From an optimization exercise on the open Yosys and OpenROAD flow, aimed at small area, a short achievable clock period and few clock cycles per item; shortcuts taken in it are not production practice.
In this exercise RTL edits were held to simulation tests only and were not proved equivalent to the original.
Power is estimated from default activity; no workload was simulated.

--- design/flow/design.v ---
module bch_dec (
    input  wire        clk,
    input  wire        rst,
    input  wire        in_valid,
    output wire        in_ready,
    input  wire [63:0] in_data,
    output reg         out_valid,
    output wire        out_fail,       
    output wire [1:0]  out_nerr,       
    output wire [10:0] out_pos0,       
    output wire [10:0] out_pos1,
    output wire [10:0] out_pos2
);
    function [10:0] gf_mul(input [10:0] a, input [10:0] b);
        integer i;
        begin
            gf_mul = 11'd0;
            for (i = 10; i >= 0; i = i - 1) begin
                gf_mul = {gf_mul[9:0], 1'b0} ^ (gf_mul[10] ? 11'h005 : 11'h000);
                if (b[i]) gf_mul = gf_mul ^ a;
            end
        end
    endfunction
    function tr(input [10:0] x);    
        tr = x[0] ^ x[9];
    endfunction
    function [10:0] f_sq1(input [10:0] x);
        begin
            f_sq1[0] = x[0] ^ x[10];
            f_sq1[1] = x[6];
            f_sq1[2] = x[1] ^ x[10];
            f_sq1[3] = x[6] ^ x[7];
            f_sq1[4] = x[2];
            f_sq1[5] = x[7] ^ x[8];
            f_sq1[6] = x[3];
            f_sq1[7] = x[8] ^ x[9];
            f_sq1[8] = x[4];
            f_sq1[9] = x[9] ^ x[10];
            f_sq1[10] = x[5];
        end
    endfunction
    function [10:0] f_sq2(input [10:0] x);
        begin
            f_sq2[0] = x[0] ^ x[5] ^ x[10];
            f_sq2[1] = x[3];
            f_sq2[2] = x[5] ^ x[6];
            f_sq2[3] = x[3] ^ x[8] ^ x[9];
            f_sq2[4] = x[1] ^ x[10];
            f_sq2[5] = x[4] ^ x[8] ^ x[9];
            f_sq2[6] = x[6] ^ x[7];
            f_sq2[7] = x[4] ^ x[9] ^ x[10];
            f_sq2[8] = x[2];
            f_sq2[9] = x[5] ^ x[9] ^ x[10];
            f_sq2[10] = x[7] ^ x[8];
        end
    endfunction
    function [10:0] f_sq3(input [10:0] x);
        begin
            f_sq3[0] = x[0] ^ x[5] ^ x[7] ^ x[8] ^ x[10];
            f_sq3[1] = x[6] ^ x[7];
            f_sq3[2] = x[3] ^ x[7] ^ x[8];
            f_sq3[3] = x[4] ^ x[6] ^ x[7] ^ x[9] ^ x[10];
            f_sq3[4] = x[5] ^ x[6];
            f_sq3[5] = x[2] ^ x[4] ^ x[9] ^ x[10];
            f_sq3[6] = x[3] ^ x[8] ^ x[9];
            f_sq3[7] = x[2] ^ x[5] ^ x[9] ^ x[10];
            f_sq3[8] = x[1] ^ x[10];
            f_sq3[9] = x[5] ^ x[7] ^ x[8] ^ x[9] ^ x[10];
            f_sq3[10] = x[4] ^ x[8] ^ x[9];
        end
    endfunction
    function [10:0] f_sq5(input [10:0] x);
        begin
            f_sq5[0] = x[0] ^ x[2] ^ x[5] ^ x[7];
            f_sq5[1] = x[4] ^ x[6] ^ x[7] ^ x[9] ^ x[10];
            f_sq5[2] = x[2] ^ x[3] ^ x[4] ^ x[8] ^ x[10];
            f_sq5[3] = x[1] ^ x[4] ^ x[5] ^ x[6] ^ x[8] ^ x[10];
            f_sq5[4] = x[4] ^ x[6] ^ x[7] ^ x[8] ^ x[9];
            f_sq5[5] = x[1] ^ x[6] ^ x[7] ^ x[8] ^ x[9];
            f_sq5[6] = x[2] ^ x[3] ^ x[5] ^ x[8] ^ x[10];
            f_sq5[7] = x[4] ^ x[6] ^ x[7] ^ x[10];
            f_sq5[8] = x[3] ^ x[7] ^ x[8];
            f_sq5[9] = x[2] ^ x[5] ^ x[7] ^ x[9];
            f_sq5[10] = x[1] ^ x[2] ^ x[5] ^ x[9];
        end
    endfunction
    function [10:0] f_sq6(input [10:0] x);
        begin
            f_sq6[0] = x[0] ^ x[1] ^ x[7] ^ x[9];
            f_sq6[1] = x[2] ^ x[3] ^ x[5] ^ x[8] ^ x[10];
            f_sq6[2] = x[1] ^ x[2] ^ x[4] ^ x[5] ^ x[6] ^ x[7] ^ x[10];
            f_sq6[3] = x[2] ^ x[3] ^ x[4] ^ x[5] ^ x[6] ^ x[7] ^ x[8];
            f_sq6[4] = x[2] ^ x[3] ^ x[4] ^ x[8] ^ x[10];
            f_sq6[5] = x[3] ^ x[4] ^ x[6] ^ x[8] ^ x[10];
            f_sq6[6] = x[1] ^ x[4] ^ x[5] ^ x[6] ^ x[8] ^ x[10];
            f_sq6[7] = x[2] ^ x[3] ^ x[5] ^ x[8] ^ x[9];
            f_sq6[8] = x[4] ^ x[6] ^ x[7] ^ x[8] ^ x[9];
            f_sq6[9] = x[1] ^ x[7];
            f_sq6[10] = x[1] ^ x[6] ^ x[7] ^ x[8] ^ x[9];
        end
    endfunction
    function [10:0] f_sq9(input [10:0] x);
        begin
            f_sq9[0] = x[0] ^ x[2] ^ x[5] ^ x[6] ^ x[7] ^ x[10];
            f_sq9[1] = x[1] ^ x[2] ^ x[3] ^ x[4] ^ x[6] ^ x[9] ^ x[10];
            f_sq9[2] = x[8];
            f_sq9[3] = x[1];
            f_sq9[4] = x[1] ^ x[3] ^ x[5];
            f_sq9[5] = x[1] ^ x[3] ^ x[5] ^ x[7] ^ x[9];
            f_sq9[6] = x[1] ^ x[2] ^ x[3] ^ x[5] ^ x[7] ^ x[9];
            f_sq9[7] = x[1] ^ x[2] ^ x[3] ^ x[5] ^ x[6] ^ x[7] ^ x[9];
            f_sq9[8] = x[1] ^ x[2] ^ x[3] ^ x[5] ^ x[6] ^ x[7] ^ x[9] ^ x[10];
            f_sq9[9] = x[2] ^ x[5] ^ x[6] ^ x[7] ^ x[9] ^ x[10];
            f_sq9[10] = x[1] ^ x[2] ^ x[3] ^ x[6] ^ x[9] ^ x[10];
        end
    endfunction
    function [10:0] f_sqrt(input [10:0] x);
        begin
            f_sqrt[0] = x[0] ^ x[1] ^ x[3] ^ x[5] ^ x[7] ^ x[9];
            f_sqrt[1] = x[1] ^ x[2] ^ x[3] ^ x[5] ^ x[7] ^ x[9];
            f_sqrt[2] = x[4];
            f_sqrt[3] = x[6];
            f_sqrt[4] = x[8];
            f_sqrt[5] = x[10];
            f_sqrt[6] = x[1];
            f_sqrt[7] = x[1] ^ x[3];
            f_sqrt[8] = x[1] ^ x[3] ^ x[5];
            f_sqrt[9] = x[1] ^ x[3] ^ x[5] ^ x[7];
            f_sqrt[10] = x[1] ^ x[3] ^ x[5] ^ x[7] ^ x[9];
        end
    endfunction
    function [10:0] f_ht(input [10:0] x);
        begin
            f_ht[0] = x[5] ^ x[7] ^ x[9] ^ x[10];
            f_ht[1] = x[2] ^ x[3] ^ x[4] ^ x[5] ^ x[6] ^ x[8] ^ x[10];
            f_ht[2] = x[3] ^ x[4] ^ x[5] ^ x[6] ^ x[8] ^ x[9] ^ x[10];
            f_ht[3] = x[1] ^ x[2] ^ x[3] ^ x[4] ^ x[5] ^ x[8] ^ x[10];
            f_ht[4] = x[3] ^ x[5] ^ x[6] ^ x[8] ^ x[9] ^ x[10];
            f_ht[5] = x[9] ^ x[10];
            f_ht[6] = x[1] ^ x[2] ^ x[3] ^ x[4] ^ x[5] ^ x[6] ^ x[8] ^ x[10];
            f_ht[7] = x[3] ^ x[6];
            f_ht[8] = x[3] ^ x[5] ^ x[6] ^ x[9] ^ x[10];
            f_ht[9] = x[5] ^ x[7] ^ x[9] ^ x[10];
            f_ht[10] = x[9];
        end
    endfunction
    function [10:0] f_htsq(input [10:0] x);
        begin
            f_htsq[0] = x[5] ^ x[7] ^ x[10];
            f_htsq[1] = x[1] ^ x[2] ^ x[3] ^ x[4] ^ x[5] ^ x[6] ^ x[8] ^ x[10];
            f_htsq[2] = x[2] ^ x[3] ^ x[4] ^ x[5] ^ x[6] ^ x[8] ^ x[9] ^ x[10];
            f_htsq[3] = x[1] ^ x[2] ^ x[4] ^ x[5] ^ x[8] ^ x[10];
            f_htsq[4] = x[3] ^ x[4] ^ x[5] ^ x[6] ^ x[8] ^ x[9] ^ x[10];
            f_htsq[5] = x[5] ^ x[9] ^ x[10];
            f_htsq[6] = x[1] ^ x[2] ^ x[3] ^ x[4] ^ x[5] ^ x[8] ^ x[10];
            f_htsq[7] = x[3] ^ x[6] ^ x[7];
            f_htsq[8] = x[3] ^ x[5] ^ x[6] ^ x[8] ^ x[9] ^ x[10];
            f_htsq[9] = x[5] ^ x[7] ^ x[10];
            f_htsq[10] = x[9] ^ x[10];
        end
    endfunction
    function [4:0] f_t23(input [10:0] x);
        reg [22:0] m;
        begin
            m[0] = (x == 11'd1);
            m[1] = (x == 11'd167);
            m[2] = (x == 11'd174);
            m[3] = (x == 11'd281);
            m[4] = (x == 11'd319);
            m[5] = (x == 11'd322);
            m[6] = (x == 11'd378);
            m[7] = (x == 11'd418);
            m[8] = (x == 11'd481);
            m[9] = (x == 11'd552);
            m[10] = (x == 11'd637);
            m[11] = (x == 11'd1085);
            m[12] = (x == 11'd1148);
            m[13] = (x == 11'd1155);
            m[14] = (x == 11'd1164);
            m[15] = (x == 11'd1518);
            m[16] = (x == 11'd1525);
            m[17] = (x == 11'd1728);
            m[18] = (x == 11'd1747);
            m[19] = (x == 11'd1876);
            m[20] = (x == 11'd1887);
            m[21] = (x == 11'd1942);
            m[22] = (x == 11'd2011);
            f_t23[0] = m[2] | m[4] | m[6] | m[7] | m[8] | m[10] | m[11] | m[14] | m[15] | m[16] | m[22];
            f_t23[1] = m[5] | m[10] | m[12] | m[13] | m[14] | m[15] | m[16] | m[18] | m[19] | m[21] | m[22];
            f_t23[2] = m[2] | m[3] | m[4] | m[5] | m[7] | m[9] | m[10] | m[18] | m[20] | m[21] | m[22];
            f_t23[3] = m[3] | m[4] | m[5] | m[10] | m[11] | m[12] | m[15] | m[17];
            f_t23[4] = m[1] | m[6] | m[7] | m[14] | m[18] | m[19] | m[20];
        end
    endfunction
    function [11:0] f_t89(input [10:1] x);
        reg [88:0] m;
        begin
            m[0] = (x == 10'd0);
            m[1] = (x == 10'd16);
            m[2] = (x == 10'd17);
            m[3] = (x == 10'd56);
            m[4] = (x == 10'd59);
            m[5] = (x == 10'd78);
            m[6] = (x == 10'd81);
            m[7] = (x == 10'd89);
            m[8] = (x == 10'd96);
            m[9] = (x == 10'd103);
            m[10] = (x == 10'd110);
            m[11] = (x == 10'd116);
            m[12] = (x == 10'd125);
            m[13] = (x == 10'd144);
            m[14] = (x == 10'd166);
            m[15] = (x == 10'd185);
            m[16] = (x == 10'd188);
            m[17] = (x == 10'd195);
            m[18] = (x == 10'd199);
            m[19] = (x == 10'd207);
            m[20] = (x == 10'd212);
            m[21] = (x == 10'd233);
            m[22] = (x == 10'd238);
            m[23] = (x == 10'd243);
            m[24] = (x == 10'd252);
            m[25] = (x == 10'd258);
            m[26] = (x == 10'd266);
            m[27] = (x == 10'd304);
            m[28] = (x == 10'd307);
            m[29] = (x == 10'd321);
            m[30] = (x == 10'd328);
            m[31] = (x == 10'd342);
            m[32] = (x == 10'd368);
            m[33] = (x == 10'd388);
            m[34] = (x == 10'd411);
            m[35] = (x == 10'd412);
            m[36] = (x == 10'd441);
            m[37] = (x == 10'd456);
            m[38] = (x == 10'd468);
            m[39] = (x == 10'd504);
            m[40] = (x == 10'd506);
            m[41] = (x == 10'd512);
            m[42] = (x == 10'd514);
            m[43] = (x == 10'd534);
            m[44] = (x == 10'd535);
            m[45] = (x == 10'd561);
            m[46] = (x == 10'd568);
            m[47] = (x == 10'd587);
            m[48] = (x == 10'd592);
            m[49] = (x == 10'd596);
            m[50] = (x == 10'd612);
            m[51] = (x == 10'd618);
            m[52] = (x == 10'd623);
            m[53] = (x == 10'd645);
            m[54] = (x == 10'd654);
            m[55] = (x == 10'd655);
            m[56] = (x == 10'd662);
            m[57] = (x == 10'd666);
            m[58] = (x == 10'd691);
            m[59] = (x == 10'd727);
            m[60] = (x == 10'd731);
            m[61] = (x == 10'd737);
            m[62] = (x == 10'd755);
            m[63] = (x == 10'd756);
            m[64] = (x == 10'd757);
            m[65] = (x == 10'd773);
            m[66] = (x == 10'd790);
            m[67] = (x == 10'd804);
            m[68] = (x == 10'd808);
            m[69] = (x == 10'd810);
            m[70] = (x == 10'd822);
            m[71] = (x == 10'd837);
            m[72] = (x == 10'd841);
            m[73] = (x == 10'd847);
            m[74] = (x == 10'd849);
            m[75] = (x == 10'd861);
            m[76] = (x == 10'd865);
            m[77] = (x == 10'd867);
            m[78] = (x == 10'd876);
            m[79] = (x == 10'd890);
            m[80] = (x == 10'd892);
            m[81] = (x == 10'd897);
            m[82] = (x == 10'd903);
            m[83] = (x == 10'd905);
            m[84] = (x == 10'd919);
            m[85] = (x == 10'd922);
            m[86] = (x == 10'd944);
            m[87] = (x == 10'd972);
            m[88] = (x == 10'd986);
            f_t89[0] = m[1] | m[3] | m[5] | m[7] | m[8] | m[9] | m[10] | m[11] | m[13] | m[14] | m[18] | m[21] | m[22] | m[25] | m[26] | m[28] | m[29] | m[30] | m[31] | m[32] | m[33] | m[34] | m[38] | m[41] | m[43] | m[46] | m[49] | m[52] | m[56] | m[57] | m[62] | m[64] | m[68] | m[69] | m[71] | m[73] | m[74] | m[77] | m[80] | m[81] | m[82] | m[84] | m[86] | m[87];
            f_t89[1] = m[2] | m[4] | m[5] | m[8] | m[9] | m[12] | m[13] | m[15] | m[16] | m[17] | m[19] | m[22] | m[24] | m[26] | m[27] | m[28] | m[29] | m[32] | m[33] | m[34] | m[36] | m[37] | m[43] | m[44] | m[45] | m[48] | m[52] | m[53] | m[57] | m[64] | m[67] | m[68] | m[70] | m[71] | m[72] | m[76] | m[77] | m[79] | m[81] | m[84] | m[85] | m[86] | m[87] | m[88];
            f_t89[2] = m[1] | m[2] | m[4] | m[6] | m[7] | m[8] | m[11] | m[13] | m[14] | m[16] | m[18] | m[20] | m[21] | m[26] | m[27] | m[28] | m[29] | m[31] | m[34] | m[36] | m[37] | m[42] | m[43] | m[44] | m[46] | m[48] | m[54] | m[55] | m[58] | m[59] | m[60] | m[61] | m[65] | m[66] | m[69] | m[73] | m[74] | m[76] | m[77] | m[81] | m[85] | m[86] | m[87] | m[88];
            f_t89[3] = m[2] | m[3] | m[5] | m[6] | m[8] | m[9] | m[11] | m[12] | m[17] | m[18] | m[19] | m[21] | m[22] | m[24] | m[25] | m[26] | m[29] | m[30] | m[32] | m[37] | m[38] | m[39] | m[40] | m[42] | m[43] | m[44] | m[45] | m[46] | m[48] | m[50] | m[51] | m[52] | m[54] | m[55] | m[62] | m[66] | m[74] | m[75] | m[78] | m[85] | m[87];
            f_t89[4] = m[1] | m[2] | m[4] | m[5] | m[7] | m[16] | m[17] | m[21] | m[22] | m[23] | m[26] | m[28] | m[30] | m[34] | m[36] | m[37] | m[38] | m[39] | m[40] | m[41] | m[42] | m[43] | m[45] | m[51] | m[53] | m[56] | m[58] | m[61] | m[63] | m[64] | m[65] | m[66] | m[67] | m[71] | m[72] | m[73] | m[74] | m[80] | m[81] | m[83] | m[84];
            f_t89[5] = m[3] | m[7] | m[16] | m[17] | m[18] | m[20] | m[22] | m[24] | m[28] | m[30] | m[33] | m[37] | m[42] | m[43] | m[47] | m[49] | m[51] | m[52] | m[55] | m[65] | m[67] | m[69] | m[71] | m[74] | m[75] | m[76] | m[79] | m[80] | m[83] | m[85] | m[86] | m[87];
            f_t89[6] = m[1] | m[6] | m[19] | m[25] | m[27] | m[29] | m[31] | m[32] | m[35] | m[36] | m[39] | m[41] | m[44] | m[46] | m[50] | m[53] | m[60] | m[61] | m[63] | m[68] | m[70] | m[77] | m[81] | m[82] | m[84];
            f_t89[7] = m[2] | m[3] | m[6] | m[7] | m[10] | m[11] | m[13] | m[15] | m[16] | m[17] | m[20] | m[21] | m[22] | m[24] | m[26] | m[27] | m[32] | m[33] | m[35] | m[38] | m[39] | m[40] | m[41] | m[42] | m[46] | m[48] | m[52] | m[53] | m[54] | m[58] | m[64] | m[65] | m[69] | m[70] | m[72] | m[77] | m[78] | m[81] | m[82] | m[83] | m[84] | m[87] | m[88];
            f_t89[8] = m[1] | m[5] | m[8] | m[10] | m[11] | m[14] | m[15] | m[17] | m[19] | m[20] | m[22] | m[23] | m[25] | m[27] | m[33] | m[36] | m[37] | m[38] | m[40] | m[41] | m[42] | m[43] | m[45] | m[48] | m[50] | m[53] | m[54] | m[56] | m[57] | m[59] | m[61] | m[66] | m[67] | m[69] | m[71] | m[74] | m[75] | m[76] | m[77] | m[80] | m[83] | m[84] | m[86] | m[87];
            f_t89[9] = m[2] | m[5] | m[6] | m[7] | m[9] | m[10] | m[12] | m[13] | m[14] | m[15] | m[16] | m[19] | m[21] | m[25] | m[26] | m[27] | m[28] | m[29] | m[30] | m[32] | m[38] | m[40] | m[44] | m[45] | m[46] | m[47] | m[49] | m[50] | m[51] | m[57] | m[59] | m[62] | m[63] | m[65] | m[66] | m[67] | m[71] | m[77] | m[78] | m[79] | m[80] | m[83] | m[87] | m[88];
            f_t89[10] = m[1] | m[2] | m[4] | m[5] | m[6] | m[7] | m[10] | m[11] | m[12] | m[13] | m[18] | m[20] | m[22] | m[23] | m[24] | m[25] | m[27] | m[29] | m[37] | m[39] | m[40] | m[49] | m[51] | m[53] | m[59] | m[60] | m[64] | m[67] | m[82] | m[86] | m[87];
            f_t89[11] = m[3] | m[8] | m[17] | m[21] | m[28] | m[32] | m[33] | m[35] | m[41] | m[44] | m[45] | m[47] | m[50] | m[54] | m[55] | m[57] | m[61] | m[62] | m[65] | m[68] | m[72] | m[73] | m[74] | m[76] | m[80] | m[81] | m[88];
        end
    endfunction
    reg  [4:0]  widx;                  
    reg         in_rdy;
    reg  [10:0] acc1, acc3, acc5;
    reg         b_busy;
    reg  [16:0] b_st;                  
    assign in_ready = in_rdy;
    wire take = in_valid && in_rdy;
    wire        last = (widx == 5'd19);
    wire [63:0] wdata = in_data & {{16{1'b1}}, {48{!last}}};
    wire [96:0] syn_in = {acc5, acc3, acc1, wdata};
    wire [32:0] syn_out;
    wire syn_x97 = syn_in[55] ^ syn_in[56];
    wire syn_x98 = syn_in[52] ^ syn_in[60];
    wire syn_x99 = syn_in[47] ^ syn_in[51];
    wire syn_x100 = syn_in[28] ^ syn_in[39];
    wire syn_x101 = syn_in[27] ^ syn_in[38];
    wire syn_x102 = syn_in[13] ^ syn_in[61];
    wire syn_x103 = syn_in[43] ^ syn_in[45];
    wire syn_x104 = syn_in[57] ^ syn_in[58];
    wire syn_x105 = syn_in[26] ^ syn_in[44];
    wire syn_x106 = syn_in[23] ^ syn_in[59];
    wire syn_x107 = syn_in[29] ^ syn_in[40];
    wire syn_x108 = syn_in[15] ^ syn_in[33];
    wire syn_x109 = syn_in[46] ^ syn_in[50];
    wire syn_x110 = syn_in[37] ^ syn_in[53];
    wire syn_x111 = syn_in[31] ^ syn_in[54];
    wire syn_x112 = syn_in[16] ^ syn_in[34];
    wire syn_x113 = syn_in[30] ^ syn_in[41];
    wire syn_x114 = syn_in[36] ^ syn_in[42];
    wire syn_x115 = syn_in[25] ^ syn_in[48];
    wire syn_x116 = syn_in[17] ^ syn_in[35];
    wire syn_x117 = syn_in[95] ^ syn_in[96];
    wire syn_x118 = syn_in[22] ^ syn_x97;
    wire syn_x119 = syn_in[14] ^ syn_in[62];
    wire syn_x120 = syn_in[20] ^ syn_in[24];
    wire syn_x121 = syn_in[63] ^ syn_x101;
    wire syn_x122 = syn_x98 ^ syn_x100;
    wire syn_x123 = syn_in[93] ^ syn_in[94];
    wire syn_x124 = syn_x99 ^ syn_x106;
    wire syn_x125 = syn_in[65] ^ syn_in[74];
    wire syn_x126 = syn_in[91] ^ syn_x117;
    wire syn_x127 = syn_in[32] ^ syn_x115;
    wire syn_x128 = syn_x102 ^ syn_x104;
    wire syn_x129 = syn_in[49] ^ syn_x103;
    wire syn_x130 = syn_in[19] ^ syn_in[63];
    wire syn_x131 = syn_in[59] ^ syn_x108;
    wire syn_x132 = syn_in[12] ^ syn_in[56];
    wire syn_x133 = syn_in[87] ^ syn_in[92];
    wire syn_x134 = syn_in[21] ^ syn_in[34];
    wire syn_x135 = syn_in[69] ^ syn_in[73];
    wire syn_x136 = syn_in[11] ^ syn_in[33];
    wire syn_x137 = syn_in[76] ^ syn_x109;
    wire syn_x138 = syn_in[68] ^ syn_in[72];
    wire syn_x139 = syn_in[66] ^ syn_in[70];
    wire syn_x140 = syn_in[18] ^ syn_in[62];
    wire syn_x141 = syn_in[27] ^ syn_x112;
    wire syn_x142 = syn_in[52] ^ syn_x105;
    wire syn_x143 = syn_in[10] ^ syn_x111;
    wire syn_x144 = syn_in[12] ^ syn_in[90];
    wire syn_x145 = syn_in[25] ^ syn_x99;
    wire syn_x146 = syn_in[89] ^ syn_x123;
    wire syn_x147 = syn_in[79] ^ syn_in[82];
    wire syn_x148 = syn_x107 ^ syn_x126;
    wire syn_x149 = syn_in[6] ^ syn_x119;
    wire syn_x150 = syn_in[80] ^ syn_in[83];
    wire syn_x151 = syn_in[61] ^ syn_x110;
    wire syn_x152 = syn_in[67] ^ syn_in[71];
    wire syn_x153 = syn_in[48] ^ syn_x113;
    wire syn_x154 = syn_in[4] ^ syn_in[60];
    wire syn_x155 = syn_in[51] ^ syn_x131;
    wire syn_x156 = syn_in[35] ^ syn_x147;
    wire syn_x157 = syn_in[21] ^ syn_in[31];
    wire syn_x158 = syn_in[38] ^ syn_x136;
    wire syn_x159 = syn_in[45] ^ syn_in[81];
    wire syn_x160 = syn_in[86] ^ syn_x133;
    wire syn_x161 = syn_in[5] ^ syn_x106;
    wire syn_x162 = syn_in[75] ^ syn_in[84];
    wire syn_x163 = syn_in[88] ^ syn_x105;
    wire syn_x164 = syn_in[3] ^ syn_x104;
    wire syn_x165 = syn_in[10] ^ syn_in[32];
    wire syn_x166 = syn_in[8] ^ syn_x97;
    wire syn_x167 = syn_in[7] ^ syn_x140;
    wire syn_x168 = syn_x132 ^ syn_x134;
    wire syn_x169 = syn_x125 ^ syn_x135;
    wire syn_x170 = syn_in[77] ^ syn_x150;
    wire syn_x171 = syn_in[8] ^ syn_x118;
    wire syn_x172 = syn_in[11] ^ syn_x121;
    wire syn_x173 = syn_in[49] ^ syn_x152;
    wire syn_x174 = syn_in[23] ^ syn_in[36];
    wire syn_x175 = syn_in[31] ^ syn_in[35];
    wire syn_x176 = syn_in[18] ^ syn_x122;
    wire syn_x177 = syn_in[15] ^ syn_x103;
    wire syn_x178 = syn_in[57] ^ syn_x120;
    wire syn_x179 = syn_in[44] ^ syn_in[47];
    wire syn_x180 = syn_in[7] ^ syn_in[26];
    wire syn_x181 = syn_in[24] ^ syn_x145;
    wire syn_x182 = syn_in[85] ^ syn_x129;
    wire syn_x183 = syn_in[36] ^ syn_x98;
    wire syn_x184 = syn_in[39] ^ syn_x139;
    wire syn_x185 = syn_in[50] ^ syn_x138;
    wire syn_x186 = syn_x109 ^ syn_x128;
    wire syn_x187 = syn_x116 ^ syn_x172;
    wire syn_x188 = syn_in[78] ^ syn_x137;
    wire syn_x189 = syn_x143 ^ syn_x180;
    wire syn_x190 = syn_in[37] ^ syn_x127;
    wire syn_x191 = syn_x114 ^ syn_x124;
    wire syn_x192 = syn_in[20] ^ syn_x113;
    wire syn_x193 = syn_in[9] ^ syn_in[40];
    wire syn_x194 = syn_in[58] ^ syn_x118;
    wire syn_x195 = syn_in[41] ^ syn_in[54];
    wire syn_x196 = syn_x111 ^ syn_x114;
    wire syn_x197 = syn_in[42] ^ syn_x157;
    wire syn_x198 = syn_in[47] ^ syn_x164;
    wire syn_x199 = syn_x108 ^ syn_x181;
    wire syn_x200 = syn_in[79] ^ syn_x132;
    wire syn_x201 = syn_x158 ^ syn_x194;
    wire syn_x202 = syn_in[73] ^ syn_x130;
    wire syn_x203 = syn_in[19] ^ syn_in[60];
    wire syn_x204 = syn_in[82] ^ syn_x107;
    wire syn_x205 = syn_in[7] ^ syn_x133;
    wire syn_x206 = syn_in[53] ^ syn_x141;
    wire syn_x207 = syn_in[25] ^ syn_x107;
    wire syn_x208 = syn_in[2] ^ syn_x178;
    wire syn_x209 = syn_x110 ^ syn_x182;
    wire syn_x210 = syn_in[55] ^ syn_x187;
    wire syn_x211 = syn_x101 ^ syn_x165;
    wire syn_x212 = syn_in[43] ^ syn_x207;
    wire syn_x213 = syn_x120 ^ syn_x177;
    wire syn_x214 = syn_in[59] ^ syn_x186;
    wire syn_x215 = syn_in[28] ^ syn_x102;
    wire syn_x216 = syn_in[51] ^ syn_x161;
    wire syn_x217 = syn_in[52] ^ syn_in[84];
    wire syn_x218 = syn_in[49] ^ syn_x131;
    wire syn_x219 = syn_in[50] ^ syn_in[91];
    wire syn_x220 = syn_x117 ^ syn_x163;
    wire syn_x221 = syn_x153 ^ syn_x197;
    wire syn_x222 = syn_x173 ^ syn_x175;
    wire syn_x223 = syn_x146 ^ syn_x220;
    wire syn_x224 = syn_in[32] ^ syn_in[94];
    wire syn_x225 = syn_in[55] ^ syn_x195;
    wire syn_x226 = syn_in[9] ^ syn_in[30];
    wire syn_x227 = syn_x193 ^ syn_x196;
    wire syn_x228 = syn_in[44] ^ syn_x156;
    wire syn_x229 = syn_in[86] ^ syn_x148;
    wire syn_x230 = syn_in[22] ^ syn_x162;
    wire syn_x231 = syn_x206 ^ syn_x214;
    wire syn_x232 = syn_in[70] ^ syn_x112;
    wire syn_x233 = syn_in[11] ^ syn_in[29];
    wire syn_x234 = syn_in[71] ^ syn_x116;
    wire syn_x235 = syn_in[0] ^ syn_x201;
    wire syn_x236 = syn_x136 ^ syn_x166;
    wire syn_x237 = syn_x123 ^ syn_x160;
    wire syn_x238 = syn_x151 ^ syn_x234;
    wire syn_x239 = syn_in[42] ^ syn_in[64];
    wire syn_x240 = syn_x102 ^ syn_x190;
    wire syn_x241 = syn_in[13] ^ syn_x104;
    wire syn_x242 = syn_x168 ^ syn_x184;
    wire syn_x243 = syn_in[49] ^ syn_x159;
    wire syn_x244 = syn_x149 ^ syn_x226;
    wire syn_x245 = syn_in[43] ^ syn_in[46];
    wire syn_x246 = syn_in[77] ^ syn_x105;
    wire syn_x247 = syn_x115 ^ syn_x204;
    wire syn_x248 = syn_in[45] ^ syn_x122;
    wire syn_x249 = syn_in[16] ^ syn_x215;
    wire syn_x250 = syn_in[88] ^ syn_x141;
    wire syn_x251 = syn_in[53] ^ syn_x121;
    wire syn_x252 = syn_in[30] ^ syn_x223;
    wire syn_x253 = syn_in[1] ^ syn_x103;
    wire syn_x254 = syn_x176 ^ syn_x200;
    wire syn_x255 = syn_x125 ^ syn_x242;
    wire syn_x256 = syn_in[14] ^ syn_x171;
    wire syn_x257 = syn_in[14] ^ syn_x185;
    wire syn_x258 = syn_in[17] ^ syn_x233;
    wire syn_x259 = syn_x119 ^ syn_x191;
    wire syn_x260 = syn_x112 ^ syn_x144;
    wire syn_x261 = syn_in[19] ^ syn_x110;
    wire syn_x262 = syn_x183 ^ syn_x232;
    wire syn_x263 = syn_x192 ^ syn_x218;
    wire syn_x264 = syn_x155 ^ syn_x241;
    assign syn_out[0] = syn_in[20] ^ syn_in[66] ^ syn_x107 ^ syn_x169 ^ syn_x179 ^ syn_x235 ^ syn_x239;
    assign syn_out[1] = syn_in[57] ^ syn_in[67] ^ syn_x106 ^ syn_x153 ^ syn_x253 ^ syn_x255;
    assign syn_out[2] = syn_in[13] ^ syn_in[29] ^ syn_in[46] ^ syn_in[47] ^ syn_in[60] ^ syn_in[64] ^ syn_in[68] ^ syn_x97 ^ syn_x158 ^ syn_x169 ^ syn_x208 ^ syn_x222;
    assign syn_out[3] = syn_in[30] ^ syn_in[36] ^ syn_in[61] ^ syn_in[69] ^ syn_x127 ^ syn_x198 ^ syn_x255 ^ syn_x257;
    assign syn_out[4] = syn_in[4] ^ syn_in[22] ^ syn_in[26] ^ syn_in[37] ^ syn_in[40] ^ syn_in[48] ^ syn_in[62] ^ syn_x135 ^ syn_x139 ^ syn_x222 ^ syn_x264;
    assign syn_out[5] = syn_in[32] ^ syn_in[41] ^ syn_in[58] ^ syn_in[74] ^ syn_x121 ^ syn_x161 ^ syn_x173 ^ syn_x257 ^ syn_x262;
    assign syn_out[6] = syn_in[6] ^ syn_in[24] ^ syn_in[60] ^ syn_x100 ^ syn_x135 ^ syn_x155 ^ syn_x185 ^ syn_x238 ^ syn_x239;
    assign syn_out[7] = syn_in[38] ^ syn_in[51] ^ syn_in[54] ^ syn_in[61] ^ syn_in[72] ^ syn_x167 ^ syn_x169 ^ syn_x212 ^ syn_x262;
    assign syn_out[8] = syn_in[8] ^ syn_in[55] ^ syn_in[62] ^ syn_in[74] ^ syn_x113 ^ syn_x142 ^ syn_x184 ^ syn_x202 ^ syn_x238;
    assign syn_out[9] = syn_in[20] ^ syn_in[45] ^ syn_in[56] ^ syn_in[64] ^ syn_in[72] ^ syn_in[74] ^ syn_x140 ^ syn_x152 ^ syn_x227 ^ syn_x251;
    assign syn_out[10] = syn_in[21] ^ syn_in[37] ^ syn_in[57] ^ syn_in[64] ^ syn_in[65] ^ syn_x100 ^ syn_x138 ^ syn_x165 ^ syn_x202 ^ syn_x225 ^ syn_x245;
    assign syn_out[11] = syn_in[48] ^ syn_in[54] ^ syn_in[83] ^ syn_in[85] ^ syn_x100 ^ syn_x109 ^ syn_x142 ^ syn_x156 ^ syn_x159 ^ syn_x235 ^ syn_x259;
    assign syn_out[12] = syn_in[4] ^ syn_in[15] ^ syn_in[52] ^ syn_x100 ^ syn_x130 ^ syn_x150 ^ syn_x189 ^ syn_x230 ^ syn_x231 ^ syn_x247;
    assign syn_out[13] = syn_in[39] ^ syn_in[53] ^ syn_in[76] ^ syn_x127 ^ syn_x129 ^ syn_x130 ^ syn_x191 ^ syn_x192 ^ syn_x217 ^ syn_x228 ^ syn_x236;
    assign syn_out[14] = syn_in[1] ^ syn_in[12] ^ syn_in[19] ^ syn_in[37] ^ syn_in[50] ^ syn_in[75] ^ syn_x154 ^ syn_x170 ^ syn_x174 ^ syn_x181 ^ syn_x182 ^ syn_x189 ^ syn_x194 ^ syn_x249;
    assign syn_out[15] = syn_in[5] ^ syn_in[16] ^ syn_in[81] ^ syn_x124 ^ syn_x188 ^ syn_x203 ^ syn_x210 ^ syn_x212 ^ syn_x230;
    assign syn_out[16] = syn_in[33] ^ syn_in[48] ^ syn_in[75] ^ syn_x98 ^ syn_x137 ^ syn_x147 ^ syn_x168 ^ syn_x178 ^ syn_x209 ^ syn_x227 ^ syn_x246;
    assign syn_out[17] = syn_x101 ^ syn_x119 ^ syn_x142 ^ syn_x166 ^ syn_x170 ^ syn_x188 ^ syn_x208 ^ syn_x216 ^ syn_x240 ^ syn_x258;
    assign syn_out[18] = syn_in[6] ^ syn_in[17] ^ syn_in[61] ^ syn_in[78] ^ syn_in[81] ^ syn_x99 ^ syn_x120 ^ syn_x153 ^ syn_x162 ^ syn_x174 ^ syn_x246 ^ syn_x254;
    assign syn_out[19] = syn_in[22] ^ syn_in[80] ^ syn_x128 ^ syn_x134 ^ syn_x145 ^ syn_x188 ^ syn_x209 ^ syn_x211 ^ syn_x225 ^ syn_x228;
    assign syn_out[20] = syn_in[21] ^ syn_in[26] ^ syn_x164 ^ syn_x170 ^ syn_x199 ^ syn_x243 ^ syn_x244 ^ syn_x251 ^ syn_x254;
    assign syn_out[21] = syn_in[24] ^ syn_in[27] ^ syn_in[57] ^ syn_in[78] ^ syn_in[80] ^ syn_x102 ^ syn_x167 ^ syn_x197 ^ syn_x217 ^ syn_x243 ^ syn_x247 ^ syn_x261;
    assign syn_out[22] = syn_in[0] ^ syn_in[90] ^ syn_x148 ^ syn_x154 ^ syn_x221 ^ syn_x224 ^ syn_x231 ^ syn_x236;
    assign syn_out[23] = syn_in[56] ^ syn_in[92] ^ syn_x98 ^ syn_x116 ^ syn_x124 ^ syn_x128 ^ syn_x213 ^ syn_x229 ^ syn_x244 ^ syn_x261;
    assign syn_out[24] = syn_in[21] ^ syn_in[28] ^ syn_in[95] ^ syn_x118 ^ syn_x129 ^ syn_x144 ^ syn_x154 ^ syn_x167 ^ syn_x187 ^ syn_x195 ^ syn_x219 ^ syn_x237 ^ syn_x264;
    assign syn_out[25] = syn_in[5] ^ syn_x99 ^ syn_x148 ^ syn_x149 ^ syn_x163 ^ syn_x183 ^ syn_x211 ^ syn_x237 ^ syn_x245 ^ syn_x249 ^ syn_x263;
    assign syn_out[26] = syn_in[3] ^ syn_in[39] ^ syn_in[43] ^ syn_x116 ^ syn_x134 ^ syn_x196 ^ syn_x199 ^ syn_x205 ^ syn_x252 ^ syn_x256;
    assign syn_out[27] = syn_in[22] ^ syn_in[24] ^ syn_in[46] ^ syn_x101 ^ syn_x143 ^ syn_x151 ^ syn_x203 ^ syn_x252 ^ syn_x253 ^ syn_x259 ^ syn_x260;
    assign syn_out[28] = syn_in[89] ^ syn_x97 ^ syn_x144 ^ syn_x189 ^ syn_x198 ^ syn_x224 ^ syn_x229 ^ syn_x248 ^ syn_x263;
    assign syn_out[29] = syn_in[29] ^ syn_in[44] ^ syn_x114 ^ syn_x126 ^ syn_x130 ^ syn_x160 ^ syn_x176 ^ syn_x186 ^ syn_x216 ^ syn_x256 ^ syn_x260;
    assign syn_out[30] = syn_in[63] ^ syn_in[93] ^ syn_in[96] ^ syn_x108 ^ syn_x149 ^ syn_x151 ^ syn_x179 ^ syn_x205 ^ syn_x219 ^ syn_x221 ^ syn_x248 ^ syn_x250 ^ syn_x258;
    assign syn_out[31] = syn_in[4] ^ syn_in[18] ^ syn_in[57] ^ syn_in[92] ^ syn_x142 ^ syn_x146 ^ syn_x171 ^ syn_x174 ^ syn_x175 ^ syn_x177 ^ syn_x190 ^ syn_x193 ^ syn_x250;
    assign syn_out[32] = syn_in[2] ^ syn_in[23] ^ syn_in[46] ^ syn_in[62] ^ syn_in[90] ^ syn_in[95] ^ syn_x111 ^ syn_x122 ^ syn_x146 ^ syn_x179 ^ syn_x210 ^ syn_x213 ^ syn_x240;
    wire       b_load = take && last;
    wire       b_pass;                 
    wire [4:0] widx_n = take ? ((widx == 5'd19) ? 5'd0 : widx + 5'd1) : widx;
    wire       b_busy_n = b_load || (b_busy && !b_pass);
    always @(posedge clk) begin
        if (rst) begin
            widx   <= 5'd0;
            in_rdy <= 1'b1;
            acc1   <= 11'd0;
            acc3   <= 11'd0;
            acc5   <= 11'd0;
        end else begin
            widx   <= widx_n;
            in_rdy <= (widx_n != 5'd19) || !b_busy_n;
            if (take) begin
                acc1 <= last ? 11'd0 : syn_out[10:0];
                acc3 <= last ? 11'd0 : syn_out[21:11];
                acc5 <= last ? 11'd0 : syn_out[32:22];
            end
        end
    end
    reg [10:0] b_s1, b_s3, b_s5, b_r1, b_d, b_x, b_a;
    wire [10:0] b_t = b_s3;            
    reg        b_allz, b_case2, b_dz, b_trk;
    wire       c_busy;
    assign     b_pass = b_busy && b_st[16] && !c_busy;
    wire [16:0] b_nx = b_load ? 17'd1 : b_st[16] ? b_st : {b_st[15:0], 1'b0};
    wire b_c2 = b_case2, b_c3 = !b_case2;
    reg [7:0] b_sa;                    
    reg [8:0] b_sb;                    
    always @(posedge clk) begin
        b_sa <= {b_nx[12] | (b_nx[13] & b_c3) | b_nx[14],
                 b_nx[7] | b_nx[10] | (b_nx[11] & b_c3) | b_nx[15],
                 b_nx[8], b_nx[6], b_nx[4] | (b_nx[11] & b_c2),
                 b_nx[2], b_nx[1], b_nx[0] | b_nx[3] | (b_nx[13] & b_c2)};
        b_sb <= {b_nx[14], b_nx[12], b_nx[10], b_nx[8] | b_nx[11] | (b_nx[13] & b_c3),
                 b_nx[7], b_nx[6] | (b_nx[13] & b_c2), b_nx[3] | b_nx[4] | b_nx[15],
                 b_nx[2], b_nx[0] | b_nx[1]};
    end
    wire [10:0] b_ma =
        ({11{b_sa[0]}} & b_s1) |
        ({11{b_sa[1]}} & b_r1) |
        ({11{b_sa[2]}} & b_s3) |
        ({11{b_sa[3]}} & b_d) |
        ({11{b_sa[4]}} & f_sq1(b_x)) |
        ({11{b_sa[5]}} & b_x) |
        ({11{b_sa[6]}} & b_a) |
        ({11{b_sa[7]}} & b_t);
    wire [10:0] b_mb =
        ({11{b_sb[0]}} & f_sq1(b_s1)) |
        ({11{b_sb[1]}} & b_d) |
        ({11{b_sb[2]}} & b_s5) |
        ({11{b_sb[3]}} & b_x) |
        ({11{b_sb[4]}} & f_sq2(b_a)) |
        ({11{b_sb[5]}} & f_sq1(b_a)) |
        ({11{b_sb[6]}} & b_t) |
        ({11{b_sb[7]}} & f_sq2(b_d)) |
        ({11{b_sb[8]}} & f_sq2(b_s5));
    wire [10:0] b_m = gf_mul(b_ma, b_mb);
    always @(posedge clk) begin
        if (rst) begin
            b_busy <= 1'b0;
        end else if (b_load) begin
            b_busy <= 1'b1;
        end else if (b_pass) begin
            b_busy <= 1'b0;
        end
        if (rst) begin
            b_st <= 17'h10000;
        end else if (b_load) begin
            b_st <= 17'd1;
        end else if (!b_st[16]) begin
            b_st <= {b_st[15:0], 1'b0};
        end
        if (b_load) begin
            b_s1 <= syn_out[10:0];
            b_s3 <= syn_out[21:11];
            b_s5 <= syn_out[32:22];
        end
        if (b_st[0])  begin b_r1 <= b_m; b_allz <= (b_s1 == 11'd0) && (b_s3 == 11'd0) && (b_s5 == 11'd0); end
        if (b_st[1])  begin b_s5 <= b_m ^ b_s5; b_d <= b_r1 ^ b_s3; end
        if (b_st[2] | b_st[11] | (b_st[13] & b_c3)) b_s3 <= b_m;
        if (b_st[9])  b_s3 <= f_sq5(b_a);
        if (b_st[3] | b_st[14]) b_x <= b_m;
        if (b_st[3])  b_dz <= (b_d == 11'd0);
        if (b_st[4])  b_case2 <= (b_x == b_t);
        if (b_st[4] | b_st[6] | b_st[7] | b_st[8] | b_st[10]) b_a <= b_m;
        if (b_st[5])  b_x <= b_case2 ? b_r1 : b_a;
        if (b_st[12] & b_c3) b_r1 <= b_m;
        if (b_st[12] & b_c2) b_x  <= f_ht(b_t);
        if (b_st[12]) b_trk <= tr(b_t);
        if (b_st[13]) b_r1 <= b_dz ? b_s1 : b_c2 ? b_m : b_r1;
        if (b_st[15]) b_d <= b_m;
    end
    reg        c_bsy;
    reg [12:0] c_st;                   
    reg [10:0] c_s1, c_c, c_ic, c_sp, c_za, c_zb;
    reg [1:0]  c_n;
    reg        c_fail, c_ok;
    wire       d_busy;
    assign     c_busy = c_bsy;
    wire       c_pass = c_bsy && c_st[12] && !d_busy;
    wire       c_k3 = (c_n == 2'd3);
    wire       b_k3 = !b_allz && !b_dz && !b_case2;
    wire [12:0] c_nx = b_pass ? 13'd1 : c_st[12] ? c_st : {c_st[11:0], 1'b0};
    reg c_up, c_dn;                    
    reg [2:0] c_sa;
    reg [3:0] c_sb;
    always @(posedge clk) begin
        c_up <= c_nx[0] | c_nx[1] | c_nx[4];
        c_dn <= c_nx[2] | c_nx[3] | c_nx[5] | c_nx[6];
        c_sa <= {c_nx[10] | c_nx[11], c_nx[7],
                 c_nx[0] | c_nx[1] | c_nx[2] | c_nx[3] | c_nx[4] | c_nx[5] | c_nx[6] | c_nx[9]};
        c_sb <= {c_nx[10], c_nx[9], c_nx[7],
                 c_nx[0] | c_nx[1] | c_nx[2] | c_nx[3] | c_nx[4] | c_nx[5] | c_nx[6] | c_nx[11]};
    end
    wire [10:0] c_ma =
        ({11{c_sa[0]}} & c_za) |
        ({11{c_sa[1]}} & c_ic) |
        ({11{c_sa[2]}} & c_sp);
    wire [10:0] c_mb =
        ({11{c_sb[0]}} & c_zb) |
        ({11{c_sb[1]}} & (f_sq1(c_za) ^ 11'd1)) |
        ({11{c_sb[2]}} & c_c) |
        ({11{c_sb[3]}} & c_za);
    wire [10:0] c_m = gf_mul(c_ma, c_mb);
    always @(posedge clk) begin
        if (rst) begin
            c_bsy <= 1'b0;
        end else if (b_pass) begin
            c_bsy <= 1'b1;
        end else if (c_pass) begin
            c_bsy <= 1'b0;
        end
        if (rst) begin
            c_st   <= 13'h1000;
        end else if (b_pass) begin
            c_st   <= 13'd1;
        end else if (!c_st[12]) begin
            c_st <= {c_st[11:0], 1'b0};
        end
        if (b_pass) begin
            c_s1   <= b_s1;
            c_n    <= b_allz ? 2'd0 : b_dz ? 2'd1 : b_case2 ? 2'd2 : 2'd3;
            c_fail <= !b_allz && (b_dz ? !(b_s5 == 11'd0 && b_s1 != 11'd0) :
                                  b_case2 ? b_trk : (b_s5 == 11'd0 || !tr(b_x)));
            c_c  <= b_k3 ? b_r1 : b_r1 ^ b_s1;
            c_ic <= b_k3 ? b_x  : b_r1;
            c_za <= b_r1;
            c_zb <= f_sq1(b_r1);
            c_sp <= b_d;
        end
        if (c_up) begin c_za <= c_m ^ c_c; c_zb <= f_sq1(c_zb); end
        if (c_dn) begin c_za <= f_sq1(c_za); c_zb <= c_m ^ c_c; end
        if (c_st[7]) begin c_zb <= c_m; c_ok <= (c_zb == f_sq2(c_za)); end
        if (c_st[8] & c_k3)  c_c  <= f_htsq(c_zb);
        if (c_st[9])  c_zb <= c_m;
        if (c_st[10] & c_k3) c_c  <= c_m;
        if (c_st[11] & c_k3) c_ic <= c_m;
    end
    reg        d_bsy;
    reg [16:0] d_st;                   
    reg [10:0] d_x0, d_x1, d_x2, d_e5, d_e69;
    wire [10:0] d_e534 = d_e5;         
    reg [1:0]  d_n;
    reg        d_fail;
    reg [4:0]  d_a, d_b15, d_k;
    reg [6:0]  d_b;
    reg [11:0] d_kk;
    reg [10:0] d_q0, d_q1, d_q2;
    assign     d_busy = d_bsy;
    wire [16:0] d_nx = c_pass ? 17'd1 : {d_st[15:0], 1'b0};
    reg d_p0, d_p1, d_p2;              
    always @(posedge clk) begin
        d_p0 <= d_nx[0] | d_nx[3] | d_nx[6];
        d_p1 <= d_nx[1] | d_nx[4] | d_nx[7];
        d_p2 <= d_nx[2] | d_nx[5] | d_nx[8];
    end
    wire [10:0] d_ma = ({11{d_p0}} & d_x0) | ({11{d_p1 | d_p2}} & d_e5);
    wire [10:0] d_mb = ({11{d_p0}} & f_sq2(d_x0)) | ({11{d_p1}} & f_sq6(d_x0)) |
                       ({11{d_p2}} & f_sq9(d_e69));
    wire [10:0] d_m = gf_mul(d_ma, d_mb);
    wire d_tab = d_st[3] | d_st[6] | d_st[9];
    wire d_key_st = d_st[6] | d_st[9] | d_st[12];
    wire [5:0]  d_kd  = {1'b0, d_a} - {1'b0, d_b15};
    wire [4:0]  d_kn  = d_kd[5] ? d_kd[4:0] + 5'd23 : d_kd[4:0];
    wire [11:0] d_pos = d_kk - {5'd0, d_b};
    wire        d_ok  = !d_pos[11] && (d_pos[10:0] <= 11'd1231);
    wire        d_use = d_st[6] ? (d_n != 2'd0) : d_st[9] ? d_n[1] : (d_n == 2'd3);
    wire [10:0] d_key = (d_use && d_ok) ? d_pos[10:0] : 11'h7ff;
    wire        d_sw01 = d_q1 < d_q0;
    wire        d_sw12 = d_q2 < d_q1;
    always @(posedge clk) begin
        if (rst) begin
            d_bsy     <= 1'b0;
            out_valid <= 1'b0;
        end else begin
            if (c_pass) d_bsy <= 1'b1;
            else if (d_st[16]) d_bsy <= 1'b0;
            out_valid <= d_bsy && d_st[16];
        end
        if (rst) begin
            d_st   <= 17'd0;
        end else if (c_pass) begin
            d_st   <= 17'd1;
        end else begin
            d_st <= {d_st[15:0], 1'b0};
        end
        if (c_pass) begin
            d_x0   <= c_c ^ c_s1;
            d_x1   <= c_ic ^ c_s1;
            d_x2   <= c_c ^ c_ic ^ c_s1;
            d_n    <= c_n;
            d_fail <= c_fail || (c_k3 && !c_ok);
        end else if (d_key_st && d_use && !d_ok) begin
            d_fail <= 1'b1;
        end
        if (d_p0) d_e5  <= d_m;
        if (d_p1) d_e69 <= d_m;
        if (d_p2) begin d_e5 <= d_m; d_x0 <= d_x1; d_x1 <= d_x2; end
        if (d_tab) {d_b15, d_b} <= f_t89(d_e69[10:1]);
        d_a  <= f_t23(d_e534);
        d_k  <= d_kn;
        d_kk <= 12'd1279 - {7'd0, d_k} * 12'd89;
        if (d_key_st) begin d_q2 <= d_key; d_q1 <= d_q2; d_q0 <= d_q1; end
        if ((d_st[13] | d_st[15]) && d_sw01) begin d_q0 <= d_q1; d_q1 <= d_q0; end
        if (d_st[14] && d_sw12) begin d_q1 <= d_q2; d_q2 <= d_q1; end
        if (d_st[16]) begin
            if (d_fail || d_n == 2'd0) d_q0 <= 11'd0;
            if (d_fail || !d_n[1])     d_q1 <= 11'd0;
            if (d_fail || d_n != 2'd3) d_q2 <= 11'd0;
            if (d_fail)                d_n  <= 2'd0;
        end
    end
    assign out_fail = d_fail;
    assign out_nerr = d_n;
    assign out_pos0 = d_q0;
    assign out_pos1 = d_q1;
    assign out_pos2 = d_q2;
endmodule
--- design/flow/run.sh ---
#!/bin/bash
# synth_recipe.tcl (not shown) runs the flow's synth.tcl, then flattens the netlist and writes it again
# the make line also repeats each setting of config.mk as NAME=value (left out here)
make -C /OpenROAD-flow-scripts/flow DESIGN_CONFIG=/design/flow/config.mk WORK_HOME=/design/flow/orfs CLKGATE_MAP_FILE= SYNTH_SCRIPT=/design/flow/synth_recipe.tcl finish
--- design/flow/config.mk ---
export PLATFORM = sky130hd
export DESIGN_NAME = bch_dec
export DESIGN_NICKNAME = bch_dec
export VERILOG_FILES = /design/flow/design.v
export SDC_FILE = /design/flow/constraint.sdc
export NUM_CORES = 4
export LEC_CHECK = 0
export CAP_MARGIN = 20
export CORE_MARGIN = 2
export CORE_UTILIZATION = 60
export SLEW_MARGIN = 20
--- design/flow/constraint.sdc ---
create_clock -name core_clock -period 10.0 [get_ports {clk}]
set_input_delay 2.0000 -clock core_clock [delete_from_list [all_inputs] [get_ports {clk}]]
set_output_delay 2.0000 -clock core_clock [all_outputs]
set_load 0.01 [all_outputs]
==> out/results.ini, run 1 <==
[setup_path]
cp_data_arrival_time_ns = 4.98
worstSetupPathType = in2reg
worstPathRequired_ns = 10.33
crit_path_start_kind = primary input
crit_path_end_kind = flip-flop
rrSetupSlack_ns = 5.40
path_max_fanout = 5

[cts]
clk_pin_slew_ns = 0.06
cts_tree = built
post_cts_buffers = 0
htreeDepth = 2
clk_latency_ns = 0.59
cts_buffers = 43
postCtsHoldBufs = 0
cts.path.max_buffers = 3
cts_root_buf = clkbuf_16
cts.sinks = 393
cts_resized = 0

[timing]
skew_ns = 0.0166
setup_tns_ns = 0
period_needed_ns = 4.65
hold_viol = 0
relSlewSlack_pct = 24.0
setup_viol_count_final = 0
rsz0062_at_grt = no
holdWs_ns = 0.417
fin_crit_sh_pct = 46.5
worst_pin_slew_ns = 1.14
fmax_mhz = 215
final_max_slew_viol_count = 0

[pwr]
p_leak_nw = 13.1
powerDensity_mw_per_mm2 = 165
vdd.ir_drop.worst_mv = 0.213

[synth]
syn-instance-count = 3992
synth.most_common_cell = xnor2_1
synth_flop_cell = edfxtp_1
synth_area_mm2 = 0.0341
synth_area_leaders = xnor2_1 20%, edfxtp_1 19%, dfxtp_1 10%, xor2_1 7.6%, nor2_1 6.0%
ys_types = 89
synth.largest_area_cell = xnor2_1
synth_edf_count = 219
syn_nets = 4132
ys_ff_latch = 393
ys_seq_area_share_pct = 29.5
synth.cells.most_frequent = 763 x xnor2_1, 548 x nor2_1, 344 x nand2_1
syn_avg_cell_area_um2 = 8.53
yosysWarnings = 1
postSynth.asyncResetShare_pct = 0
synth_top_area_share_pct = 19.6

[global_route]
antenna_found_initial = 1
grt_max_degree = 58
grt_pass1_wl_mm = 180
grt_pass1_vias = 29300
grt_overflow = 0
grt.total_usage_pct = 39.5

[placed_design]
globalplace.congestion = 1.06
numPortBuffers = 104
dp_hpwl_mm = 89.1

[floorplanning]
dieArea_mm2 = 0.0587
num_rows = 87
ios = 105
die_w_um = 242
initial_core_util_pct = 60.5
die_y_um = 242
core-area_mm2 = 0.0563

[finish]
drive_above_1_share_pct = 5.20
layout.nets = 4030
syn2layout_area_growth_pct = 7.56

[drt]
ant_nets = 0
finalWirelength_mm = 119
viasPerCell = 6.48
drtPass1Iterations = 9
num_vias = 30300
drc_errors = 0
wl_per_cell_um = 25.4
drtIter0Drc = 4366

[outcome]
outcome = complete, no violations

[worst_hold_path]
hp-class = reg2reg

[run]
cap_violations = 0

[per-layer routing]
metal  part of all wire [%]  up-vias  track usage (%)
met2                     43     2148             59.7
li1                       -    13400                -
met5                  0.011        -                0
met4                    4.4        2             14.6
met1                     40    14400             55.0
met3                     13      389             9.34
[state kept, by name, indices dropped and copies added (netlist names), 12 cells and up]
name / flops
d_kk: 12
d_st: 17
c_st: 13
b_st: 17
[report_power, final]
part / total (mW) / leakage [nW] / switching, mW / internal, mW
clock network: 1.66 / 0.712 / 0.720 / 0.937
logic: 2.46 / 8.99 / 1.33 / 1.13
registers: 1.92 / 3.40 / 0.0656 / 1.85
total: 6.03 / 13.1 / 2.11 / 3.92
[cells in the final DEF, fill, tap and decap left out, types with 104 or more instances in the layout]
master	instances
xnor2_1	762
nor2_1	545
nand2_1	344
xor2_1	294
edfxtp_1	219
dfxtp_1	173
a21oi_1	140
o21ai_0	126
inv_1	109
a22oi_1	104
[path summary, 6_finish.rpt]
kind,to,cells after the start,start
min,d_st[12],1,d_st[11]
min reg2reg,d_st[12],1,d_st[11]
max,b_s3[4],10,in_data[35]
max reg2reg,b_s3[5],10,b_d[10]
[kinds of logic after synthesis]
logic type	Yosys count	synth area share (%)
buffers and inverters	413	4.99
adder cells (fa/ha/maj)	73	2.86
XOR/XNOR	1118	30.9
multiplexers	72	2.20
AO/OA/AOI/OAI	648	12.9
flip-flops	393	29.5
AND/OR/NAND/NOR	1275	16.7
[worst max-delay path, cell delays in order]
cell	delay [ns]
clkdlybuf4s50_1	0.58
xnor2_1	0.68
xnor2_1	0.16
xnor2_1	0.22
nor2_1	0.08
xnor2_1	0.57
xnor2_1	0.19
xnor2_1	0.25
mux2_2	0.21
o21ai_2	0.05
[layout make-up]
class,count,area (um2)
clock inverters,27,270
diodes,1,2.50
clock buffers,53,1180
repair buffers,152,1400
fillers,4635,19600
multi-input cells,3186,22400
flip-flops and latches,393,10100
well taps,756,946
inverters,114,428
[through the flow]
stage	power (mW)	instances	util, %	cell area, um2	setup WS [ns]
2_1_floorplan	3.85	3992	-	34100	5.76
3_3_place_gp	4.33	4600	62.5	35200	4.87
6_report	6.03	4682	65.1	36600	5.35
5_1_grt	6.31	4681	65.1	36600	5.18
4_1_cts	5.99	4680	65.1	36600	5.43
3_5_place_dp	4.35	4600	62.5	35200	4.82
Testbench counts, summed over its fixed seeds: cycles 9,984, rows 480.
==> run 2: changes to the inputs <==
--- a/design/flow/design.v
+++ b/design/flow/design.v
@@ -300,14 +300,15 @@
     endfunction
     reg  [4:0]  widx;                  
     reg         in_rdy;
+    reg  [63:0] in_r;                  
+    reg         take_r, last_r;
     reg  [10:0] acc1, acc3, acc5;
     reg         b_busy;
-    reg  [16:0] b_st;                  
+    reg  [4:0]  b_cnt;                 
+    wire [16:0] b_st = 17'd1 << b_cnt;
     assign in_ready = in_rdy;
     wire take = in_valid && in_rdy;
-    wire        last = (widx == 5'd19);
-    wire [63:0] wdata = in_data & {{16{1'b1}}, {48{!last}}};
-    wire [96:0] syn_in = {acc5, acc3, acc1, wdata};
+    wire [96:0] syn_in = {acc5, acc3, acc1, in_r};
     wire [32:0] syn_out;
     wire syn_x97 = syn_in[55] ^ syn_in[56];
     wire syn_x98 = syn_in[52] ^ syn_in[60];
@@ -510,12 +511,15 @@
     assign syn_out[30] = syn_in[63] ^ syn_in[93] ^ syn_in[96] ^ syn_x108 ^ syn_x149 ^ syn_x151 ^ syn_x179 ^ syn_x205 ^ syn_x219 ^ syn_x221 ^ syn_x248 ^ syn_x250 ^ syn_x258;
     assign syn_out[31] = syn_in[4] ^ syn_in[18] ^ syn_in[57] ^ syn_in[92] ^ syn_x142 ^ syn_x146 ^ syn_x171 ^ syn_x174 ^ syn_x175 ^ syn_x177 ^ syn_x190 ^ syn_x193 ^ syn_x250;
     assign syn_out[32] = syn_in[2] ^ syn_in[23] ^ syn_in[46] ^ syn_in[62] ^ syn_in[90] ^ syn_in[95] ^ syn_x111 ^ syn_x122 ^ syn_x146 ^ syn_x179 ^ syn_x210 ^ syn_x213 ^ syn_x240;
-    wire       b_load = take && last;
+    wire       b_load = take_r && last_r;
     wire       b_pass;                 
     wire [4:0] widx_n = take ? ((widx == 5'd19) ? 5'd0 : widx + 5'd1) : widx;
     wire       b_busy_n = b_load || (b_busy && !b_pass);
     always @(posedge clk) begin
+        in_r   <= in_data & {{16{1'b1}}, {48{widx != 5'd19}}};
+        last_r <= (widx == 5'd19);
         if (rst) begin
+            take_r <= 1'b0;
             widx   <= 5'd0;
             in_rdy <= 1'b1;
             acc1   <= 11'd0;
@@ -523,11 +527,12 @@
             acc5   <= 11'd0;
         end else begin
             widx   <= widx_n;
+            take_r <= take;
             in_rdy <= (widx_n != 5'd19) || !b_busy_n;
-            if (take) begin
-                acc1 <= last ? 11'd0 : syn_out[10:0];
-                acc3 <= last ? 11'd0 : syn_out[21:11];
-                acc5 <= last ? 11'd0 : syn_out[32:22];
+            if (take_r) begin
+                acc1 <= last_r ? 11'd0 : syn_out[10:0];
+                acc3 <= last_r ? 11'd0 : syn_out[21:11];
+                acc5 <= last_r ? 11'd0 : syn_out[32:22];
             end
         end
     end
@@ -536,7 +541,8 @@
     reg        b_allz, b_case2, b_dz, b_trk;
     wire       c_busy;
     assign     b_pass = b_busy && b_st[16] && !c_busy;
-    wire [16:0] b_nx = b_load ? 17'd1 : b_st[16] ? b_st : {b_st[15:0], 1'b0};
+    wire [4:0]  b_cn = b_load ? 5'd0 : b_st[16] ? b_cnt : b_cnt + 5'd1;
+    wire [16:0] b_nx = 17'd1 << b_cn;
     wire b_c2 = b_case2, b_c3 = !b_case2;
     reg [7:0] b_sa;                    
     reg [8:0] b_sb;                    
@@ -578,11 +584,9 @@
             b_busy <= 1'b0;
         end
         if (rst) begin
-            b_st <= 17'h10000;
-        end else if (b_load) begin
-            b_st <= 17'd1;
-        end else if (!b_st[16]) begin
-            b_st <= {b_st[15:0], 1'b0};
+            b_cnt <= 5'd16;
+        end else begin
+            b_cnt <= b_cn;
         end
         if (b_load) begin
             b_s1 <= syn_out[10:0];
@@ -605,7 +609,8 @@
         if (b_st[15]) b_d <= b_m;
     end
     reg        c_bsy;
-    reg [12:0] c_st;                   
+    reg [3:0]  c_cnt;                  
+    wire [12:0] c_st = 13'd1 << c_cnt;
     reg [10:0] c_s1, c_c, c_ic, c_sp, c_za, c_zb;
     reg [1:0]  c_n;
     reg        c_fail, c_ok;
@@ -614,7 +619,8 @@
     wire       c_pass = c_bsy && c_st[12] && !d_busy;
     wire       c_k3 = (c_n == 2'd3);
     wire       b_k3 = !b_allz && !b_dz && !b_case2;
-    wire [12:0] c_nx = b_pass ? 13'd1 : c_st[12] ? c_st : {c_st[11:0], 1'b0};
+    wire [3:0]  c_cn = b_pass ? 4'd0 : c_st[12] ? c_cnt : c_cnt + 4'd1;
+    wire [12:0] c_nx = 13'd1 << c_cn;
     reg c_up, c_dn;                    
     reg [2:0] c_sa;
     reg [3:0] c_sb;
@@ -645,11 +651,9 @@
             c_bsy <= 1'b0;
         end
         if (rst) begin
-            c_st   <= 13'h1000;
-        end else if (b_pass) begin
-            c_st   <= 13'd1;
-        end else if (!c_st[12]) begin
-            c_st <= {c_st[11:0], 1'b0};
+            c_cnt <= 4'd12;
+        end else begin
+            c_cnt <= c_cn;
         end
         if (b_pass) begin
             c_s1   <= b_s1;
@@ -671,7 +675,8 @@
         if (c_st[11] & c_k3) c_ic <= c_m;
     end
     reg        d_bsy;
-    reg [16:0] d_st;                   
+    reg [4:0]  d_cnt;                  
+    wire [16:0] d_st = 17'd1 << d_cnt;
     reg [10:0] d_x0, d_x1, d_x2, d_e5, d_e69;
     wire [10:0] d_e534 = d_e5;         
     reg [1:0]  d_n;
@@ -681,7 +686,8 @@
     reg [11:0] d_kk;
     reg [10:0] d_q0, d_q1, d_q2;
     assign     d_busy = d_bsy;
-    wire [16:0] d_nx = c_pass ? 17'd1 : {d_st[15:0], 1'b0};
+    wire [4:0]  d_cn = c_pass ? 5'd0 : (d_cnt == 5'd17) ? d_cnt : d_cnt + 5'd1;
+    wire [16:0] d_nx = 17'd1 << d_cn;
     reg d_p0, d_p1, d_p2;              
     always @(posedge clk) begin
         d_p0 <= d_nx[0] | d_nx[3] | d_nx[6];
@@ -712,11 +718,9 @@
             out_valid <= d_bsy && d_st[16];
         end
         if (rst) begin
-            d_st   <= 17'd0;
-        end else if (c_pass) begin
-            d_st   <= 17'd1;
+            d_cnt  <= 5'd17;
         end else begin
-            d_st <= {d_st[15:0], 1'b0};
+            d_cnt  <= d_cn;
         end
         if (c_pass) begin
             d_x0   <= c_c ^ c_s1;
==> run 2 against run 1 <==
Compared with the run above: via count grew 0.73%; sequential power grew 14%; clock skew is 0.021 ns higher; die area is 0.83% higher; critical path type is now reg2reg; critical endpoint is now b_s5[5]; highest routed layer unchanged.
==> out/results.ini, run 2 <==
[outcome]
outcome = complete, no violations  ; unchanged

[cts]
cts_root_buf = clkbuf_16  ; unchanged
clk_pin_slew_ns = 0.06  ; about the same
postCtsHoldBufs = 0  ; unchanged
htreeDepth = 2  ; unchanged
cts.sinks = 426  ; was 393
cts_resized = 0  ; unchanged
cts_buffers = 47  ; was 43
cts_tree = built  ; unchanged
post_cts_buffers = 0  ; unchanged

[finish]
top_regs = in_r (64), d_kk (12)  ; was b_st (17), d_st (17), c_st (13)
post-route-util_pct = 65.6  ; was 65.1%
layout.nets = 4059  ; was 4030
largest-register = in_r
final_cell_mix = 784 x xnor2_1, 540 x nor2_1, 321 x nand2_1  ; was 762 x xnor2_1, 545 x nor2_1, 344 x nand2_1
design_area_mm2 = 0.0370  ; was 0.0366 mm2
fill_cells = 4590  ; was 4635
antennaDiodeCount = 0  ; was 1
largest_reg_flops = 64
drive_above_1_share_pct = 4.75  ; was 5.20%

[synth]
yosysWarnings = 1  ; unchanged
syn_avg_cell_area_um2 = 8.64  ; was 8.53 um2
ys_seq_area_share_pct = 31.2  ; was 29.5%
synth_top_area_share_pct = 20.0  ; was 19.6%
postSynth.asyncResetShare_pct = 0  ; unchanged
ys_ff_latch = 426  ; was 393
synth.most_common_cell = xnor2_1  ; unchanged
syn_nets = 4137  ; was 4132
ys_types = 83  ; was 89
synth_area_mm2 = 0.0344  ; was 0.0341 mm2
synth.cells.most_frequent = 784 x xnor2_1, 540 x nor2_1, 321 x nand2_1  ; was 763 x xnor2_1, 548 x nor2_1, 344 x nand2_1
synth_edf_count = 219  ; unchanged
synth.largest_area_cell = xnor2_1  ; unchanged

[pwr]
vdd.ir_drop.worst_mv = 0.214  ; was 0.213 mV
p_leak_nw = 13.1  ; about the same
powerDensity_mw_per_mm2 = 188  ; was 165 mW/mm2

[timing]
final_max_slew_viol_count = 0  ; unchanged
relSlewSlack_pct = 22.0  ; was 24.0%
hold_viol = 0  ; unchanged
setup_viol_count_final = 0  ; unchanged
skew_ns = 0.0371  ; was 0.0166 ns
period_needed_ns = 4.74  ; was 4.65 ns
fin_crit_sh_pct = 47.4  ; was 46.5%
setup_tns_ns = 0  ; unchanged

[drt]
wl_per_cell_um = 25.6  ; was 25.4 um
drtPass1Iterations = 12  ; was 9
drc_errors = 0  ; unchanged
num_vias = 30600  ; was 30300
ant_nets = 0  ; unchanged
viasPerCell = 6.51  ; was 6.48

[placed_design]
numPortBuffers = 104  ; unchanged
globalplace.congestion = 1.10  ; was 1.06
dp_hpwl_mm = 89.9  ; was 89.1 mm

[setup_path]
cp_data_arrival_time_ns = 5.09  ; was 4.98 ns
worstPathRequired_ns = 10.34  ; was 10.33 ns
crit_path_end_kind = flip-flop  ; unchanged
worstSetupPathType = reg2reg  ; was in2reg
crit_path_start_kind = flip-flop  ; was primary input

[floorplanning]
initial_core_util_pct = 60.8  ; was 60.5%
die_w_um = 243  ; was 242 um
num_rows = 87  ; unchanged
die_y_um = 243  ; was 242 um
core-area_mm2 = 0.0565  ; was 0.0563 mm2
dieArea_mm2 = 0.0592  ; was 0.0587 mm2

[global_route]
grt_pass1_wl_mm = 182  ; was 180 mm
grt_overflow = 0  ; unchanged
grt.total_usage_pct = 39.7  ; was 39.5%
grt_pass1_vias = 29700  ; was 29300
grt_max_degree = 58  ; unchanged

[run]
cap_violations = 0  ; unchanged

[worst_hold_path]
hp-class = reg2reg  ; unchanged

## run 2: cell types whose count changed in the layout (fill, tap and decap cells not counted), moves of 23 or more
cell / change
o21ai_0: +39
a21oi_1: -29
nor2b_1: +50
nand2_1: -23
dfxtp_1: +34
xor2_1: -26
## run 2: report_power, final
part,switching (mW),internal (mW)
clock network,0.765,1.01
logic,1.72,1.29
registers,0.144,2.05
## run 2: kinds of logic (layout without fill, tap and decap cells)
| logic type | count (synthesis) | count (layout) | synth area share (%) |
|---|---|---|---|
| simple gates | 1297 | 1297 | 17.1 |
| xor+xnor | 1104 | 1104 | 29.9 |
| compound gates | 618 | 618 | 11.9 |
| flops | 426 | 426 | 31.2 |
| buf+inv | 386 | 344 | 4.74 |
| fa+ha+maj | 91 | 91 | 3.51 |
| mux | 57 | 57 | 1.71 |
## run 2: final timing paths
kind | start | endpoint | slack [ns] | cells past startpoint
min | widx[1] | widx[1] | 0.51 | 2
max reg2reg | b_s1[8] | b_s5[5] | 5.26 | 13
min reg2reg | widx[1] | widx[1] | 0.51 | 2
max | b_s1[8] | b_s5[5] | 5.26 | 13
## run 2: layout make-up
| type | count | area, um2 | share of cell area [%] |
|---|---|---|---|
| multi-input combinational | 3167 | 22000 | 59.5 |
| tap | 756 | 946 | 2.55 |
| timing repair buffer | 145 | 1360 | 3.68 |
| inverter | 114 | 428 | 1.16 |
| clock inverter | 21 | 216 | 0.584 |
| sequential | 426 | 10700 | 28.9 |
| clock buffer | 64 | 1320 | 3.57 |
## run 2: through the flow
step                total power, mW  instances  hold slack (ns)  setup slack (ns)
floorplan                      4.40       3979            0.421              6.88
global placement               5.07       4606            0.475              5.73
detailed placement             5.14       4607            0.498              5.52
CTS                            6.90       4692            0.506              5.57
global route                   7.24       4693            0.529              5.22
finish                         6.97       4693            0.507              5.26
## run 2: worst max-delay path, cell delays in order, from the launching register on
cell and delay, ns:
edfxtp_1 0.48, inv_1 0.10, ha_1 0.35, a222oi_1 0.51, o211ai_1 0.24, a211oi_2 0.75, nor2_1 0.19, xnor2_1 0.27
xnor3_2 0.33, xor2_1 0.22, xor2_1 0.69, xor2_1 0.16, nand2_1 0.13, o21ai_2 0.06
## run 2: metal layers
layer,vias up,global-route usage (%),share of wire [%]
met3,574,10.8,13
li1,13300,-,-
met4,5,18.4,5.7
met5,-,0.163,0.11
met1,14400,51.9,38
met2,2324,61.0,44
Testbench counts of run 2, summed over its fixed seeds: cycles 9,992, rows 480.

## re-timing with driven ports
Ports are ideal in the flow. The routed layouts listed here were re-timed in OpenROAD. Step 1: set_driving_cell puts a clkbuf_16 on clk and a buf_2 on each other input, an assumption about the parent block. Step 2 also shifts input and output timing later by t, the mid clock arrival at the registers, as if the neighbouring blocks saw the same clock. Slacks: ideal / step 1 / step 2; pairs: ideal / step 1.
run | t (ns) | setup WS [ns]
run 1 | 0.647 | 5.348 / 5.388 / 4.740
run 2 | 0.663 | 5.259 / 5.259 / 5.259
After both steps every run listed still meets setup and hold.
